This is an optimization exercise on Yosys and OpenROAD, whose aim is small area, a short achievable clock period and few clock cycles, not a production implementation. Only simulation tests tie the RTL to the original design; equivalence was not proved. Power is estimated from default activity; no workload was simulated.

==> design/flow/design.v <==
module anchor_cvt_in (
    input  wire [31:0] x,         
    input  wire [7:0]  tcode,     
    input  wire        bad,       
    output wire [38:0] m,         
    output wire        nan,       
    output wire        pinf,      
    output wire        ninf,      
    output wire        nv,        
    output wire        loss,      
    output wire [7:0]  code,      
    output wire        xnan       
);
    wire        sgn  = x[31];
    wire [7:0]  ex   = x[30:23];
    wire [22:0] fr   = x[22:0];
    wire        ex_max  = (ex == 8'hFF);
    wire        ex_zero = (ex == 8'd0);
    wire        fr_zero = (fr == 23'd0);
    wire        is_nan  = ex_max & ~fr_zero;
    wire        is_inf  = ex_max & fr_zero;
    wire        is_zero = ex_zero & fr_zero;
    wire        fin_nz  = ~ex_max & ~is_zero;
    wire [7:0]  eeff = ex_zero ? 8'd1 : ex;
    wire [23:0] sig  = {~ex_zero, fr};
    wire [8:0]  dsh9 = {1'b0, tcode} - {1'b0, eeff};
    wire        uncov = dsh9[8];
    wire [7:0]  dsh  = dsh9[7:0];
    wire        big  = (dsh >= 8'd39);
    wire [38:0] sh = {sig, 15'd0} >> dsh[5:0];
    assign m = big ? 39'd0 : sh;
    reg [4:0] tz;
    integer i;
    always @* begin
        tz = 5'd23;
        for (i = 22; i >= 0; i = i - 1)
            if (sig[i]) tz = i[4:0];
    end
    wire        lost = (dsh > ({3'd0, tz} + 8'd15));
    assign nan  = bad | is_nan | (fin_nz & uncov);
    assign pinf = is_inf & ~sgn;
    assign ninf = is_inf & sgn;
    assign nv   = bad | (is_nan & ~fr[22]) | (fin_nz & uncov);
    assign loss = ~bad & fin_nz & ~uncov & lost;
    assign code = fin_nz ? eeff : 8'd0;
    assign xnan = is_nan;
endmodule
module anchor_cvt_out (
    input  wire        clk,
    input  wire [47:0] q,         
    input  wire [7:0]  tcode,     
    input  wire [2:0]  rnd,       
    output reg  [31:0] y,         
    output wire        zero,      
    output wire        of,
    output wire        nx
);
    localparam [2:0] RNE = 3'd0, RTZ = 3'd1, RU = 3'd2, RD = 3'd3, RNA = 3'd4;
    wire        sgn1 = q[47];
    wire [46:0] mag1 = sgn1 ? (~q[46:0] + 47'd1) : q[46:0];
    reg [5:0] p;
    integer i;
    always @* begin
        p = 6'd0;
        for (i = 0; i < 47; i = i + 1)
            if (mag1[i]) p = i[5:0];
    end
    wire signed [9:0] ebias = $signed({4'd0, p}) + $signed({2'd0, tcode}) - 10'sd38;
    wire [6:0]  sub_sa = 7'd39 - {1'b0, tcode[5:0]};
    wire [5:0]  sa1    = (tcode >= 8'd39) ? p :
                         (({1'b0, p} > sub_sa) ? p : sub_sa[5:0]);
    reg [46:0] mag;
    reg [5:0]  sa;
    reg [7:0]  eb;
    reg        normal, ovf0, sgn, zr;
    always @(posedge clk) begin
        mag    <= mag1;
        sa     <= sa1;
        eb     <= ebias[7:0];
        normal <= (ebias >= 10'sd1);
        ovf0   <= (ebias >= 10'sd255);
        sgn    <= sgn1;
        zr     <= (q == 48'd0);
    end
    wire [71:0] wide  = {mag, 25'd0};
    wire [71:0] sh    = wide >> sa;
    wire [23:0] m     = sh[25:2];
    wire        g     = sh[1];
    wire [71:0] lmask = ~({72{1'b1}} << sa);
    wire        s     = sh[0] | (|(wide & lmask));
    reg up;
    always @* begin
        case (rnd)
            RNE:     up = g & (s | m[0]);
            RU:      up = ~sgn & (g | s);
            RD:      up = sgn & (g | s);
            RNA:     up = g;
            default: up = 1'b0;
        endcase
    end
    wire [30:0] base = normal ? {eb, m[22:0]} : {8'd0, m[22:0]};
    wire [30:0] rsum = base + {30'd0, up};
    wire        ovf  = ovf0 | (rsum[30:23] == 8'hFF);
    always @* begin
        if (ovf) begin
            case (rnd)
                RTZ:     y = {sgn, 31'h7F7F_FFFF};
                RU:      y = sgn ? 32'hFF7F_FFFF : 32'h7F80_0000;
                RD:      y = sgn ? 32'hFF80_0000 : 32'h7F7F_FFFF;
                default: y = {sgn, 31'h7F80_0000};
            endcase
        end else begin
            y = {sgn, rsum};
        end
    end
    assign zero = zr;
    assign of   = ovf;
    assign nx   = ovf | g | s;
endmodule
module kn4_anchor_sum (
    input  wire        clk,
    input  wire        rst,           
    input  wire        in_valid,
    output reg         in_ready,
    input  wire [31:0] in_data,       
    input  wire        in_last,       
    input  wire [15:0] in_rec,        
    input  wire [2:0]  in_rnd,        
    output reg         out_valid,
    input  wire        out_ready,
    output reg  [31:0] out_data,      
    output reg  [3:0]  out_flags,     
    output reg  [8:0]  out_loss,      
    output reg  [47:0] out_sum,       
    output reg  [15:0] out_rec        
);
    localparam [47:0] NAN_MARK  = 48'h8000_0000_0000;
    localparam [47:0] NINF_MARK = 48'h8000_0000_0001;
    localparam [47:0] PINF_MARK = 48'h7FFF_FFFF_FFFF;
    wire take = in_valid & in_ready;
    reg  first_n;                   
    reg  a_done;                    
    reg  o_occ;                     
    reg  o_cvt;                     
    wire o_free   = ~o_occ | (out_valid & out_ready);
    wire xfer     = a_done & o_free;
    wire stall    = a_done & ~o_free;
    wire [7:0] rexp = in_rec[15:8];
    reg  [7:0] e_tcode;
    reg        e_bad, e_binv;
    reg  [2:0] e_rnd;
    always @(posedge clk)
        if (take & first_n) begin
            e_tcode <= (rexp == 8'd0) ? 8'd1 : rexp;
            e_bad   <= in_rec[7] | (rexp == 8'hFF);
            e_binv  <= in_rec[5] & in_rec[4];
            e_rnd   <= in_rnd;
        end
    reg        i_valid, i_last, i_first;
    reg [31:0] i_x;
    always @(posedge clk) begin
        if (rst)
            i_valid <= 1'b0;
        else if (~stall)
            i_valid <= take;
        if (~stall) begin
            i_x     <= in_data;
            i_last  <= in_last;
            i_first <= first_n;
        end
    end
    wire [38:0] c_m;
    wire        c_nan, c_pinf, c_ninf, c_nv, c_loss, c_xnan;
    wire [7:0]  c_code;
    anchor_cvt_in u_in (
        .x(i_x), .tcode(e_tcode), .bad(e_bad),
        .m(c_m), .nan(c_nan), .pinf(c_pinf), .ninf(c_ninf),
        .nv(c_nv), .loss(c_loss), .code(c_code), .xnan(c_xnan)
    );
    reg        d_valid, d_last, d_first;
    reg [38:0] d_m;
    reg        d_sgn, d_nan, d_pinf, d_ninf, d_nv, d_loss, d_xnan;
    reg [7:0]  d_code;
    reg [7:0]  d_tcode;             
    reg [2:0]  d_rnd;
    always @(posedge clk) begin
        if (rst)
            d_valid <= 1'b0;
        else if (~stall)
            d_valid <= i_valid;
        if (~stall) begin
            d_last  <= i_last;
            d_first <= i_first;
            d_m     <= c_m;
            d_sgn   <= i_x[31];
            d_nan   <= c_nan;
            d_pinf  <= c_pinf;
            d_ninf  <= c_ninf;
            d_nv    <= c_nv | (i_first & e_binv);
            d_loss  <= c_loss;
            d_xnan  <= c_xnan;
            d_code  <= c_code;
            if (i_valid & i_first) begin
                d_tcode <= e_tcode;
                d_rnd   <= e_rnd;
            end
        end
    end
    reg [47:0] a_num;
    reg        a_nan, a_pinf, a_ninf, a_nv, a_nx, a_xnan;
    reg [8:0]  a_loss;
    reg [7:0]  a_cexp;
    reg [7:0]  a_tcode;
    reg [2:0]  a_rnd;
    wire [47:0] a_base = d_first ? 48'd0 : a_num;
    wire [47:0] addend = {{9{d_sgn}}, d_m ^ {39{d_sgn}}};
    wire [47:0] a_sum  = a_base + addend + {47'd0, d_sgn};
    wire [7:0]  cexp_b = d_first ? 8'd0 : a_cexp;
    always @(posedge clk) begin
        if (rst)
            a_done <= 1'b0;
        else if (~stall)
            a_done <= d_valid & d_last;
        if (~stall & d_valid) begin
            a_num  <= a_sum;
            a_nan  <= (~d_first & a_nan)  | d_nan;
            a_pinf <= (~d_first & a_pinf) | d_pinf;
            a_ninf <= (~d_first & a_ninf) | d_ninf;
            a_nv   <= (~d_first & a_nv)   | d_nv;
            a_nx   <= (~d_first & a_nx)   | d_loss;
            a_xnan <= (~d_first & a_xnan) | d_xnan;
            a_loss <= (d_first ? 9'd0 : a_loss) + {8'd0, d_loss};
            a_cexp <= (d_code > cexp_b) ? d_code : cexp_b;
            if (d_first) begin
                a_tcode <= d_tcode;
                a_rnd   <= d_rnd;
            end
        end
    end
    wire a_isnan  = a_nan | (a_pinf & a_ninf);
    wire a_ispinf = ~a_isnan & a_pinf;
    wire a_isninf = ~a_isnan & a_ninf;
    wire a_spec   = a_nan | a_pinf | a_ninf;
    wire [31:0] y;
    wire        y_zero, y_of, y_nx;
    reg  [2:0]  o_rnd;
    reg         o_spec, o_nan, o_pinf;
    reg         o_nv, o_nx;
    anchor_cvt_out u_out (
        .clk(clk), .q(a_num), .tcode(a_tcode), .rnd(o_rnd),
        .y(y), .zero(y_zero), .of(y_of), .nx(y_nx)
    );
    wire        y_fin = ~o_spec & ~y_zero;
    always @(posedge clk) begin
        if (rst) begin
            o_occ     <= 1'b0;
            o_cvt     <= 1'b0;
            out_valid <= 1'b0;
            first_n   <= 1'b1;
            in_ready  <= 1'b1;
        end else begin
            if (take)
                first_n <= in_last;
            o_occ <= xfer | (o_occ & ~(out_valid & out_ready));
            o_cvt <= xfer;
            if (out_valid & out_ready)
                out_valid <= 1'b0;
            if (o_cvt)
                out_valid <= 1'b1;
            in_ready <= ~((stall | (d_valid & d_last)) &
                          (xfer | (o_occ & ~(out_valid & out_ready))));
        end
        if (xfer) begin
            out_sum  <= a_isnan  ? NAN_MARK :
                        a_ispinf ? PINF_MARK :
                        a_isninf ? NINF_MARK : a_num;
            out_loss <= a_loss;
            out_rec  <= {a_cexp, 1'b0, a_xnan, a_pinf, a_ninf, 4'd0};
            o_rnd    <= a_rnd;
            o_spec   <= a_spec;
            o_nan    <= a_isnan;
            o_pinf   <= a_ispinf;
            o_nv     <= a_nv;
            o_nx     <= a_nx;
        end
        if (o_cvt) begin
            out_data  <= o_spec ? (o_nan ? 32'h7FC0_0000 :
                                   o_pinf ? 32'h7F80_0000 : 32'hFF80_0000) :
                         y_zero ? 32'h0000_0000 : y;
            out_flags <= {o_nv, y_fin & y_of, 1'b0, o_nx | (y_fin & y_nx)};
        end
    end
endmodule
==> design/flow/run.sh <==
#!/bin/bash
# synth_recipe.tcl (not shown) runs the flow's synth.tcl, then flattens the netlist and writes it again
# the make line also repeats each setting of config.mk as NAME=value (left out here)
make -C /OpenROAD-flow-scripts/flow DESIGN_CONFIG=/design/flow/config.mk WORK_HOME=/design/flow/orfs CLKGATE_MAP_FILE= SYNTH_SCRIPT=/design/flow/synth_recipe.tcl finish
==> design/flow/config.mk <==
export PLATFORM = sky130hd
export DESIGN_NAME = kn4_anchor_sum
export DESIGN_NICKNAME = kn4_anchor_sum
export VERILOG_FILES = /design/flow/design.v
export SDC_FILE = /design/flow/constraint.sdc
export NUM_CORES = 4
export LEC_CHECK = 0
export CAP_MARGIN = 20
export CORE_MARGIN = 2
export CORE_UTILIZATION = 40
export PLACE_DENSITY = 0.6
export SLEW_MARGIN = 20
==> design/flow/constraint.sdc <==
create_clock -name core_clock -period 12.0 [get_ports {clk}]
set_input_delay 2.4000 -clock core_clock [delete_from_list [all_inputs] [get_ports {clk}]]
set_output_delay 2.4000 -clock core_clock [all_outputs]
set_load 0.01 [all_outputs]
==> results.txt <==
worst max-delay path: stages (launching register included):
cell,delay (ps)
edfxtp_1,620
nor4_2,510
nand3_1,360
nor4_1,510
nand2_1,310
o31a_1,320
xnor2_1,190
inv_1,140
or4_1,530
a21o_1,170
nand2_1,90
o21ai_1,140
a21oi_1,180
ha_1,200
inv_1,60
fa_1,400
inv_1,80
a21oi_1,60
nor2_1,100
nor2_1,70
xnor2_1,170
or3_1,400
xnor2_1,170
nor3_1,320
o21ai_0,130
o32ai_1,230
power by group through the flow:
stage                     registers [µW]  logic, µW  clock network [µW]
after global placement              1610        912                   0
final                               1580        927                1320
after detailed placement            1610        918                   0
after global routing                1590       1010                1400
after CTS                           1580        923                1350
after floorplan                     1570        719                   0
worst max-delay path by stage:
stage               cells after the start    endpoint  slack, ps       from
finish                                 25  u_out.ovf0       5430  a_num[12]
global route                           25  u_out.ovf0       4900  a_num[12]
CTS                                    25  u_out.ovf0       5460   a_num[5]
detailed placement                     25  u_out.ovf0       5520   a_num[5]
global placement                       23  u_out.ovf0       5620  a_num[12]
floorplan                               3   a_cexp[0]       5080  out_ready
per-layer routing:
| metal | wire [µm] | track usage (%) | part of all wire [%] | up-vias |
|---|---|---|---|---|
| li1 | - | - | - | 8874 |
| met1 | 28100 | 26.6 | 43 | 8949 |
| met2 | 31500 | 33.8 | 49 | 556 |
| met3 | 3360 | 2.73 | 5.2 | 100 |
| met4 | 1910 | 6.53 | 2.9 | 0 |
| met5 | 0 | 0 | 0 | - |
cell usage after synthesis (all sizes together), types with 5 or more instances:
| library cell | number |
|---|---|
| nor4 | 22 |
| nor3 | 47 |
| ha | 87 |
| o21ai | 95 |
| or3 | 15 |
| o21a | 64 |
| nand3 | 49 |
| nand2b | 31 |
| or2 | 19 |
| o211ai | 7 |
| or4 | 14 |
| clkinv | 5 |
| o2111ai | 5 |
| dfxtp | 73 |
| o21bai | 15 |
| a31oi | 20 |
| a22oi | 11 |
| o22ai | 16 |
| and3 | 19 |
| a211oi | 26 |
| xor2 | 94 |
| inv | 96 |
| and2 | 13 |
| o41ai | 5 |
| a21o | 59 |
| edfxtp | 307 |
| mux2 | 31 |
| a21oi | 146 |
| a32o | 5 |
| clkbuf | 78 |
| a21boi | 5 |
| nand4 | 18 |
| nor2 | 172 |
| nor3b | 9 |
| mux2i | 61 |
| buf | 50 |
| o31ai | 27 |
| nand2 | 176 |
| mux4 | 84 |
| nor2b | 79 |
| a221oi | 10 |
| xnor2 | 83 |
placed cells by master, fill, tap and decap left out, drive strengths merged, types with 18 or more instances in the layout:
master and count:
a211oi 26, a21o 59, a21oi 146, a31oi 20, and3 19, buf 24, clkbuf 59, clkdlybuf4s50 155
clkinv 23, dfxtp 73, edfxtp 307, ha 87, inv 98, mux2 31, mux2i 61, mux4 84
nand2 176, nand2b 31, nand3 49, nand4 18, nor2 172, nor2b 79, nor3 47, nor4 22
o21a 64, o21ai 95, o31ai 27, or2 19, xnor2 83, xor2 94
layout make-up:
| type | instances | area (µm²) | share of cell area [%] |
|---|---|---|---|
| clock buffer | 59 | 1210 | 4.28 |
| tap | 782 | 978 | 3.47 |
| multi-input combinational | 1719 | 13000 | 46.0 |
| timing repair buffer | 179 | 1730 | 6.14 |
| sequential | 380 | 10700 | 37.9 |
| inverter | 101 | 379 | 1.34 |
| clock inverter | 23 | 240 | 0.852 |
flip-flops by register name, summed over array words and instances, names as in the netlist, 8 cells and up:
signal	count
a_cexp	8
a_loss	9
a_num	48
a_tcode	8
d_code	8
d_m	39
d_tcode	8
e_tcode	8
i_x	32
out_data	32
out_loss	9
out_rec	11
out_sum	48
u_out.eb	8
u_out.mag	47
stage by stage:
step / area (µm²) / hold slack, ps / cells / power (µW)
global placement: 26800 / 404 / 3161 / 2520
finish: 28200 / 416 / 3243 / 3830
floorplan: 24600 / 346 / 2328 / 2290
detailed placement: 26800 / 406 / 3161 / 2530
global route: 28200 / 420 / 3243 / 4000
CTS: 28200 / 415 / 3243 / 3860
cells by family after synthesis:
family                     after synthesis  synth area share (%)
and+or+nand+nor                        700                  14.4
AOI/OAI and AO/OA                      569                  15.5
DFF                                    380                  43.4
buffers and inverters                  229                  4.06
xor gates and xnor gates               177                  6.30
muxes                                  176                  11.6
adders and majority gates               91                  4.71
other                                    1                0.0152
==> flow_summary.ini <==
[worst_hold_path]
hp-start = d_tcode[4]
worstHoldEndpoint = a_tcode[4]
hp-class = reg -> reg
whs_path_depth = 0

[cts]
cts.sinks = 380
h-tree-depth = 2
cts_tree = built
numCtsBuffers = 44
cts.repair.resized = 0
clk_latency_ps = 600
clock_path_buffers = 3
cts.clk_slew.worst_paths_ps = 60
cts_hold_buf = 0
cts_root_buf = clkbuf_16
postCtsSetupBuffers = 0

[logic_synthesis]
ys_seq_elements = 380
netlist_instances = 2323
yosys.area.top_type = edfxtp_1
ys_seq_area_share_pct = 43.4
synth_ff_type = edfxtp_1
yosys.area.top_type_share_pct = 37.5
synth_edf_count = 307
synthTopCellsByArea = edfxtp_1, mux4_2, dfxtp_1
ys_types = 102
ys_async_sr_fraction_pct = 0
synth_warnings = 3
syn_area_per_cell_um2 = 10.6
netlist_area_um2 = 24600

[cells_and_area]
layout-drive-gt1-share_pct = 10.7
n_fill_cell = 5636
n_antenna_cell = 0
area_delta_synth_final_pct = 14.6
nets = 2571
post-route-util_pct = 46.6

[place]
pre_cts_slack_ps = 5520
port_buffers = 155
globalplace.congestion = 0.959
hpwl_um = 48700

[sta]
fin_crit_sh_pct = 54.8
period_needed_ps = 6570
finClkSkew_ps = 37.9
max_slew.worst_pin.slew_ps = 1030
worst_slack_ps = 5430
max-slew-margin-rel_pct = 31.0
max_freq_ghz = 0.152
hold_viol_final = 0
rsz0062_at_grt = no
setup-tns-final_ps = 0
setup_viol_count_final = 0
drv_slew = 0

[job]
cap_violations = 0

[die]
ios = 167
fp-row-count = 90
fp.dieH_um = 252
die-area_um2 = 63500
initial_core_util_pct = 40.6
die_w_um = 252
coreArea_um2 = 60600

[grt]
antenna_found_initial = 0
grt_start_max_net_pins = 83
grt_pass1_vias = 17900
grt_first_pass_wirelength_um = 100000
overflow = 0
grtUsageTotal_pct = 20.0

[critical_path]
criticalPathCategory = reg -> reg
r2r_cells = 25
cp-end-kind = register
start_kind = register
r2r-end = u_out.ovf0
reg2reg_from = a_num[12]
worstPathArrival_ps = 7060
critPathMaxFanout = 14
crit_required_ps = 12490
rrSetupSlack_ps = 5430

[pwr]
comb_power_share_pct = 24.2
p_sw_share_pct = 30.4
powerDensity_nw_per_um2 = 136
p_int_uw = 2660
p_seq_share_pct = 41.3
power.switching_uw = 1170
ir_drop_mv = 0.101
p_clk_share_pct = 34.5
leakagePower_uw = 0.0106

[route]
drc = 0
drt-vias-per-instance = 5.70
via_count = 18500
postRouteWirelength_um = 64800
antenna_left = 0
drt-initial-drc-count = 1239
wl_per_cell_um = 20.0
drt-pass1-iter-count = 6

[run_status]
status = timing/DRC/antenna clean
Testbench counts, summed over its fixed seeds: cycles 18,210.

==> what the ideal ports hide <==
Ports are ideal in the flow. The routed layout listed here was re-timed in OpenROAD. Step 1: set_driving_cell puts a clkbuf_16 on clk and a buf_2 on each other input, an assumption about the parent block. Step 2 adds t to the input delays and takes it off the output delays; t is the mean of the earliest and latest rising clock arrival at the registers after step 1. Input paths then give back, and output paths get back, about the clock's delay inside the block. Three values: ideal ports, drivers, drivers and shift; two values: the first two.
t (ns): 0.637
slack for setup (ns): 5.426 / 5.426 / 5.426
worst setup path after step 2: register to register
After both steps this run still meets setup and hold. The setup slack of this run moves by 0.000 ns with the drivers and by 0.000 ns with both steps.
